This is an optimization exercise on Yosys and OpenROAD, whose aim is small area and a short achievable clock period, not a production implementation. At most, simulation tests tie the RTL to the original design; equivalence was not proved.

==> juniper <==
Design tim_domains, start of the top module:
module tim_domains (
    input  wire        clk,
    input  wire        rst,             
    input  wire        cmd_valid,
    input  wire [2:0]  cmd_op,
    input  wire        cmd_dom,
    input  wire [77:0] cmd_data,
    input  wire        rd_dom,
    output wire [47:0] rd_sec,
    output wire [29:0] rd_ns,
    output wire [31:0] rd_frac,
    output wire [31:0] rd_rate,
    output wire        rd_valid,
    output wire        rd_holdover,
    output wire        rd_slewing,
    output wire [23:0] rd_slew_left,    
    output wire [31:0] rd_steps,
    output wire [31:0] rd_jumps_refused,
    output wire [31:0] rd_hold_refused
);
==> module tim_domain, before the edit <==
module tim_domain (
    input  wire        clk,
    input  wire        rst,           
    input  wire        w_time,        
    input  wire [47:0] x_sec,
    input  wire [29:0] x_ns,
    input  wire        w_load,        
    input  wire        w_pstep,       
    input  wire        w_slew,        
    input  wire [29:0] x_slew_hi,
    input  wire        w_slew_lo0,    
    input  wire        w_rate,
    input  wire [24:0] x_rate,
    input  wire        w_valid,
    input  wire        x_valid,
    input  wire        w_hold,
    input  wire        x_hold,
    input  wire        w_pend,
    input  wire        x_pend_set,
    input  wire [77:0] x_pend_data,
    input  wire        w_thr,
    input  wire [26:0] x_thr,
    input  wire        w_sstep,
    input  wire [22:0] x_sstep,
    input  wire        w_steps,
    input  wire        w_href,
    input  wire [31:0] x_cnt_a,       
    input  wire        w_jref,
    input  wire [31:0] x_cnt_b,       
    output reg  [47:0] sec,
    output reg  [29:0] ns,
    output reg  [31:0] frac,
    output reg  [24:0] rate,          
    output reg         valid,
    output reg         hold,
    output reg  [61:0] slew,
    output reg  [31:0] steps,
    output reg  [31:0] jumps_refused,
    output reg  [31:0] hold_refused,
    output reg  [26:0] thr125,        
    output reg         pend_set,
    output reg  [77:0] pend_data,
    output wire [61:0] slew_a,        
    output wire        slew_a_lnz,    
    output wire [31:0] adv_frac,      
    output wire [1:0]  adv_e,         
    output wire [31:0] p2_frac,       
    output wire [31:0] p2_r,          
    output wire [23:0] slew_ceil,     
    output wire        slew_nz
);
    reg  [22:0] sstep;
    wire [23:0] s_full = {sstep, 1'b0};
    wire [23:0] sl_lo;
    wire        sl_ge;                                   
    td_add #(.W(24), .ARCH(1)) u_slo (.a(slew[23:0]), .b(~s_full), .ci(1'b1), .s(sl_lo), .co(sl_ge));
    wire        sl_hz = (slew[61:24] == 38'd0);
    wire        sl_lt = sl_hz && !sl_ge;                 
    reg  [37:0] sl_hi;
    reg         bw;
    integer     i;
    always @* begin
        bw = !sl_ge;
        for (i = 0; i < 38; i = i + 1) begin
            sl_hi[i] = slew[24 + i] ^ bw;
            bw       = bw & !slew[24 + i];
        end
    end
    assign slew_a = sl_lt ? 62'd0 : {sl_hi, sl_lo};
    assign slew_a_lnz = slew_a[31:0] != 32'd0;
    wire [23:0] absorb = sl_lt ? slew[23:0] : s_full;
    wire [33:0] f_x = {2'b00, frac};
    wire [33:0] f_y = {{9{rate[24]}}, rate};
    wire [33:0] f_z = ~{10'd0, absorb};
    wire [33:0] f_s = f_x ^ f_y ^ f_z;
    wire [33:0] f_c = {(f_x[32:0] & f_y[32:0]) | (f_x[32:0] & f_z[32:0]) | (f_y[32:0] & f_z[32:0]), 1'b1};
    wire [33:0] f;
    td_add #(.W(34), .ARCH(1)) u_f (.a(f_s), .b(f_c), .ci(1'b0), .s(f), .co());
    assign adv_frac = f[31:0];
    assign adv_e    = 2'd2 + f[33:32];
    wire [2:0]  ns_lo = {1'b0, ns[1:0]} + {1'b0, adv_e};
    wire        wrap  = ns_lo[2] && (ns[29:2] == 28'd249999999);
    reg  [27:0] ns_up;
    reg  [47:0] sec_up;
    reg         cy1, cy2;
    integer     i1, i2;
    always @* begin
        cy1 = ns_lo[2];
        for (i1 = 0; i1 < 28; i1 = i1 + 1) begin
            ns_up[i1] = ns[2 + i1] ^ cy1;
            cy1       = cy1 & ns[2 + i1];
        end
    end
    always @* begin
        cy2 = wrap;
        for (i2 = 0; i2 < 48; i2 = i2 + 1) begin
            sec_up[i2] = sec[i2] ^ cy2;
            cy2        = cy2 & sec[i2];
        end
    end
    wire [29:0] adv_ns = wrap ? {28'd0, ns_lo[1:0]} : {ns_up, ns_lo[1:0]};
    wire        p2_nb;                                    
    td_add #(.W(32), .ARCH(1)) u_p2 (.a(f[31:0]), .b(~slew_a[31:0]), .ci(1'b1), .s(p2_frac), .co(p2_nb));
    wire        bl    = !sl_lt && (slew[31:24] == 8'd0) && !sl_ge;
    wire [31:0] nh    = ~{2'b00, slew[61:32]};
    wire [2:0]  r_add = 3'd3 + {f[33], f[33:32]} + {2'd0, bl} - {2'd0, !p2_nb};
    wire [3:0]  r_lo  = {1'b0, nh[2:0]} + {1'b0, r_add};
    reg  [28:0] nh_up;
    reg         cy3;
    integer     i3;
    always @* begin
        cy3 = 1'b1;
        for (i3 = 0; i3 < 29; i3 = i3 + 1) begin
            nh_up[i3] = nh[3 + i3] ^ cy3;
            cy3       = cy3 & nh[3 + i3];
        end
    end
    assign p2_r = {r_lo[3] ? nh_up : nh[31:3], r_lo[2:0]};
    reg  [23:0] ceil_up;
    reg         cy4;
    integer     i4;
    always @* begin
        cy4 = slew[37:0] != 38'd0;
        for (i4 = 0; i4 < 24; i4 = i4 + 1) begin
            ceil_up[i4] = slew[38 + i4] ^ cy4;
            cy4         = cy4 & slew[38 + i4];
        end
    end
    assign slew_ceil = ceil_up;
    assign slew_nz   = slew != 62'd0;
    always @(posedge clk) begin
        if (w_time) begin
            sec <= x_sec;
            ns  <= x_ns;
        end else begin
            sec <= sec_up;
            ns  <= adv_ns;
        end
        frac        <= w_load ? 32'd0 : w_pstep ? p2_frac : adv_frac;
        slew[61:32] <= w_slew ? x_slew_hi : slew_a[61:32];
        slew[31:0]  <= w_slew_lo0 ? 32'd0 : slew_a[31:0];
        if (w_rate)  rate          <= x_rate;
        if (w_valid) valid         <= x_valid;
        if (w_hold)  hold          <= x_hold;
        if (w_steps) steps         <= x_cnt_a;
        if (w_href)  hold_refused  <= x_cnt_a;
        if (w_jref)  jumps_refused <= x_cnt_b;
        if (w_thr)   thr125        <= x_thr;
        if (w_sstep) sstep         <= x_sstep;
    end
    always @(posedge clk) begin
        if (w_pend && !rst) begin
            pend_set  <= x_pend_set;
            pend_data <= x_pend_data;
        end
    end
endmodule
clock: 45.0 ns
lec_check: 0
cap_margin: 20
core_margin: 2
core_utilization: 40
cts_cluster_diameter: 60
cts_cluster_size: 40
slew_margin: 20
standard.sh (not shown) runs the stock make flow with config.mk's settings and CLKGATE_MAP_FILE= SYNTH_SCRIPT=/design/flow/synth_recipe.tcl, a recipe that flattens the netlist after the stock synthesis.
==> flow/flow/run.sh <==
#!/bin/bash
# The standard layout (standard.sh, all steps, its own synthesis), with
# two changes:
# - the buffer that ORFS puts on every input and output port is a plain
#   sky130_fd_sc_hd__buf_2 rather than the cell buffer_ports picks by itself
#   (a clkdlybuf4s50_1 delay buffer, 0.5 ns on every port);
# - ORFS's timing repair aims for SETUP_SLACK_MARGIN ns of setup slack on
#   the worst path (TNS_END_PERCENT 0: the worst path only), so that it also
#   shortens the paths that set the achieved period.
# The clock, its period and all constraints are the standard flow's, unchanged. make's
# output goes to standard.log, each tool's to orfs/logs/.
set -euo pipefail
bash standard.sh "BUFFER_PORTS_ARGS=-buffer_cell sky130_fd_sc_hd__buf_2" \
    SETUP_SLACK_MARGIN=26 TNS_END_PERCENT=0 finish > standard.log 2>&1
==> violet: changes against juniper <==
--- a/flow/design.v
+++ b/flow/design.v
@@ -100,9 +100,14 @@
     end
     wire [29:0] adv_ns = wrap ? {28'd0, ns_lo[1:0]} : {ns_up, ns_lo[1:0]};
-    wire        p2_nb;                                    
-    td_add #(.W(32), .ARCH(1)) u_p2 (.a(f[31:0]), .b(~slew_a[31:0]), .ci(1'b1), .s(p2_frac), .co(p2_nb));
-    wire        bl    = !sl_lt && (slew[31:24] == 8'd0) && !sl_ge;
+    wire [33:0] g_x = {2'b00, frac};
+    wire [33:0] g_y = {{9{rate[24]}}, rate};
+    wire [33:0] g_z = ~{2'b00, slew[31:0]};
+    wire [33:0] g_s = g_x ^ g_y ^ g_z;
+    wire [33:0] g_c = {(g_x[32:0] & g_y[32:0]) | (g_x[32:0] & g_z[32:0]) | (g_y[32:0] & g_z[32:0]), 1'b1};
+    wire [33:0] g;
+    td_add #(.W(34), .ARCH(1)) u_g (.a(g_s), .b(g_c), .ci(1'b0), .s(g), .co());
+    assign p2_frac = g[31:0];
     wire [31:0] nh    = ~{2'b00, slew[61:32]};
-    wire [2:0]  r_add = 3'd3 + {f[33], f[33:32]} + {2'd0, bl} - {2'd0, !p2_nb};
+    wire [2:0]  r_add = 3'd3 + {g[33], g[33:32]};
     wire [3:0]  r_lo  = {1'b0, nh[2:0]} + {1'b0, r_add};
     reg  [28:0] nh_up;
==> flow/run.sh (new file) <==
#!/bin/bash
# synth_recipe.tcl (not shown) runs the flow's synth.tcl, then flattens the netlist and writes it again
# the make line also repeats each setting of config.mk as NAME=value (left out here)
make -C /OpenROAD-flow-scripts/flow DESIGN_CONFIG=/design/flow/config.mk WORK_HOME=/design/flow/orfs CLKGATE_MAP_FILE= SYNTH_SCRIPT=/design/flow/synth_recipe.tcl finish
Settings changed: CAP_MARGIN 20 to 70, CTS_CLUSTER_DIAMETER 60 to unset, CTS_CLUSTER_SIZE 40 to unset, SLEW_MARGIN 20 to 70.
removed: flow/flow/run.sh
removed: flow/standard.sh
==> run summary <==
- Between juniper and violet, the lower design area is in juniper (gap about 5%, measured against violet).
- Of violet and juniper, juniper has the higher setup slack (gap 1.2 ns).
- Between juniper and violet, the lower cell count is in juniper (gap about 2.8%, measured against violet).
- Between juniper and violet, the lower global-route usage is in juniper (gap 0.099 points).
- Of juniper and violet, juniper has the higher sequential share of layout area (gap 1.3 points).
==> figures <==
|  | juniper | violet |
|---|---|---|
| Final critical delay including setup and external delays | 19.18 ns | 20.37 ns |
| Delay of the slowest cell on the worst path | 0.30 ns | 0.71 ns |
| Slew at the pin closest to its max-slew limit | 1.18 ns | 0.528 ns |
| Non-clock buffer count in the final layout | 497 | 537 |
| Unrepaired setup endpoints after global routing | yes | no |
| Status | timing/DRC/antenna clean | timing/DRC/antenna clean |
| Synth Area in XOR/XNOR | 3.21% | 3.22% |
| Reg2Reg Setup Slack | 26.53 ns | 25.79 ns |
| Routability Congestion | 0.971 | 0.943 |
| Number of buffer and inverter instances along the worst setup path | 5 | 6 |
| #MultiIn Comb | 5150 | 5337 |
| WL final | 238000 um | 240000 um |
The RTL of violet was laid out without a check of its function.

static timing again, ports no longer ideal:
Ports are ideal in the flow. The routed layouts listed here were re-timed in OpenROAD.
Step 1: set_driving_cell puts a clkbuf_16 on clk and a buf_2 on each other input, an assumption about the parent block.
Step 2 times the ports against the registers' clock, not the clock port: input delays grow and output delays shrink by t, the midpoint of the rising clock arrivals with the driver on.
Slacks: ideal ports / drivers / drivers and shift; pairs: ideal ports / drivers.
run	t, ns	setup WS [ns]	worst hold slack (ns)	slew at the worst register clock pin (ns)
juniper	0.806	25.825 / 25.514 / 25.374	0.605 / 0.605 / 0.605	0.10 / 0.10
violet	0.846	24.631 / 24.630 / 23.797	0.576 / 0.576 / 0.576	0.07 / 0.07
After both steps setup and hold are still met in every run listed. For violet, which loses most, drivers alone change the setup slack by -0.001 ns; drivers and shift together by -0.834 ns.
